Source: an optimization exercise on an open RTL-to-GDS flow (aim: small area, a short achievable clock period and few clock cycles per item). Production flows keep margins and buffers that such runs may drop. The RTL was checked by simulation tests, not by an equivalence proof against the original design. Power and IR drop assume default switching activity.

v27:
Design elc_recon, start of the top module:
module elc_recon (
    input  wire        clk,
    input  wire        rst,
    input  wire        in_valid,
    output reg         in_ready,
    input  wire [17:0] in_data,
    output wire        out_valid,
    input  wire        out_ready,
    output wire [15:0] out_data,
    output wire        out_last
);
Size: roughly 110000 um^2 of cells after synthesis.
Settings: LEC_CHECK=0, CAP_MARGIN=60, CORE_MARGIN=2, CORE_UTILIZATION=62, CTS_CLUSTER_DIAMETER=70, CTS_CLUSTER_SIZE=24, SLEW_MARGIN=60; clock period 20.0 ns.
standard.sh (not shown) runs the stock make flow with config.mk's settings and CLKGATE_MAP_FILE= SYNTH_SCRIPT=/design/flow/synth_recipe.tcl, a recipe that flattens the netlist after the stock synthesis.
==> flow/flow/run.sh <==
#!/bin/bash
# Layout: the standard flow, with the input and output port buffers made
# of sky130_fd_sc_hd__buf_4 cells instead of the cell buffer_ports picks by
# default (a delay buffer). Every port still gets its own buffer.
set -euo pipefail
export BUFFER_PORTS_ARGS="-buffer_cell sky130_fd_sc_hd__buf_4"
bash standard.sh > standard.log 2>&1
v27 was carried through to the last stage, and its layout satisfied the timing, design-rule and antenna checks.
Testbench counts of v27, summed over its fixed seeds: cycles 41,537, blocks 320.
Changes in v25 relative to v27:
# v27
export LEC_CHECK = 0
export CAP_MARGIN = 60
export CORE_MARGIN = 2
export CORE_UTILIZATION = 62
export CTS_CLUSTER_DIAMETER = 70
export CTS_CLUSTER_SIZE = 24
export SLEW_MARGIN = 60
create_clock -name core_clock -period 20.0 [get_ports {clk}]
# v25
export LEC_CHECK = 0
export CAP_MARGIN = 60
export CORE_MARGIN = 2
export CORE_UTILIZATION = 45
export CTS_CLUSTER_DIAMETER = 70
export CTS_CLUSTER_SIZE = 24
export SLEW_MARGIN = 60
create_clock -name core_clock -period 20.0 [get_ports {clk}]
==> flow/run.sh (new file) <==
#!/bin/bash
# synth_recipe.tcl (not shown) runs the flow's synth.tcl, then flattens the netlist and writes it again
# the make line also repeats each setting of config.mk as NAME=value (left out here)
make -C /OpenROAD-flow-scripts/flow DESIGN_CONFIG=/design/flow/config.mk WORK_HOME=/design/flow/orfs CLKGATE_MAP_FILE= SYNTH_SCRIPT=/design/flow/synth_recipe.tcl finish
removed: flow/flow/run.sh
removed: flow/standard.sh
## What came out
- Between v27 and v25, the flow reports number of clock buffers inserted by TritonCTS increasing by a few percent.
- When v25 is set beside v27, its ratio of total power to cell area turns out to be 0.79% larger.
- Total power: v25 above v27
- Of v25 and v27, it is v25 that has the lower number of global-route vias before repair.
- Fmax: v25 lower than v27
- Cmp v25 and v27 / clock latency reported for the late side of the worst-skew pair / higher: v25
## Diff of input files: v59 against v25
# v25
export LEC_CHECK = 0
export CAP_MARGIN = 60
export CORE_MARGIN = 2
export CORE_UTILIZATION = 45
export CTS_CLUSTER_DIAMETER = 70
export CTS_CLUSTER_SIZE = 24
export SLEW_MARGIN = 60
create_clock -name core_clock -period 20.0 [get_ports {clk}]
# v59
export LEC_CHECK = 0
export CAP_MARGIN = 60
export CORE_MARGIN = 2
export CORE_UTILIZATION = 55
export CTS_CLUSTER_DIAMETER = 70
export CTS_CLUSTER_SIZE = 24
export SLEW_MARGIN = 60
create_clock -name core_clock -period 20.0 [get_ports {clk}]
==> flow/flow/run.sh (new file) <==
#!/bin/bash
# Layout: the standard flow, with the input and output port buffers made
# of sky130_fd_sc_hd__buf_4 cells instead of the cell buffer_ports picks by
# default (a delay buffer). Every port still gets its own buffer.
set -euo pipefail
export BUFFER_PORTS_ARGS="-buffer_cell sky130_fd_sc_hd__buf_4"
bash standard.sh > standard.log 2>&1
==> flow/standard.sh (new file) <==
#!/bin/bash
# synth_recipe.tcl (not shown) runs the flow's synth.tcl, then flattens the netlist and writes it again
# the make line also repeats each setting of config.mk as NAME=value (left out here)
make -C /OpenROAD-flow-scripts/flow DESIGN_CONFIG=/design/flow/config.mk WORK_HOME=/design/flow/orfs CLKGATE_MAP_FILE= SYNTH_SCRIPT=/design/flow/synth_recipe.tcl "${@:-finish}"
removed: flow/run.sh
Findings:
Diff v59..v25 | mean instance size in the synthesized netlist | unchanged
Going from v25 to v59, placement-stage cell area shrank slightly.
Total met2 wirelength after detailed routing sits lower in v59 than in v25.
Aggregate global-route resource usage (higher): v59
Relative to v25, the final standard cell area without fillers measured on v59 has decreased slightly.
Final worst slack, v59 and v25, higher one = v59.
Input-level comparison between v45 and v59:
# v59
export LEC_CHECK = 0
export CAP_MARGIN = 60
export CORE_MARGIN = 2
export CORE_UTILIZATION = 55
export CTS_CLUSTER_DIAMETER = 70
export CTS_CLUSTER_SIZE = 24
export SLEW_MARGIN = 60
create_clock -name core_clock -period 20.0 [get_ports {clk}]
# v45
export LEC_CHECK = 0
export CAP_MARGIN = 60
export CORE_MARGIN = 2
export CORE_UTILIZATION = 45
export CTS_CLUSTER_DIAMETER = 70
export CTS_CLUSTER_SIZE = 24
export SLEW_MARGIN = 60
create_clock -name core_clock -period 20.0 [get_ports {clk}]
Notes after the runs:
- v45 completed; timing, DRC and antenna clean
- When v45 is set beside v59, its total of clock buffers placed in the layout turns out to be 2 larger.
- From v59 to v45 the numbers moved as follows: placeable core region increased by 42000 um^2 relative to the old numbers; routability congestion estimate from global placement decreased by 0.015 relative to the old numbers; number of filler instances in the final layout increased by 5067 relative to the old numbers.
- Compared with v59, in v45 first-pass GRT wire length grew by 1.8%, via count held steady, total power grew by 0.00011 W.
- The uppermost layer routed comes out met5 in one run and met4 in the other, namely in v59 and v45 respectively.

==> afterwards: timing with drivers on the ports <==
The flow's constraints put no driver on any port. The routed layouts listed below were extracted and timed again, unchanged, in two steps. Step 1, drivers: a clkbuf_16 drives clk and a buf_2 each remaining input, both assumed. Step 2, shift: input delay + t, output delay - t, t = (earliest + latest rising clock arrival at the registers) / 2. This alone moves slack from input paths to output paths. a / b / c = ideal / step 1 / step 2; a / b = the first two.
| run | t (ns) | setup WS [ns] | worst register clock-pin slew, ns | worst slew at a driven data input, ns |
|---|---|---|---|---|
| v27 | 0.922 | 14.643 / 14.551 / 14.221 | 0.10 / 0.10 | 0.05 |
| v25 | 0.954 | 14.230 / 14.139 / 13.854 | 0.10 / 0.10 | 0.05 |
| v59 | 0.925 | 14.625 / 14.527 / 14.291 | 0.10 / 0.10 | 0.05 |
| v45 | 0.922 | 14.621 / 14.530 / 14.142 | 0.09 / 0.09 | 0.05 |
After both steps setup and hold are still met in every run listed. The setup slack of v45, which loses most, moves by -0.091 ns with the drivers and by -0.479 ns with both steps.
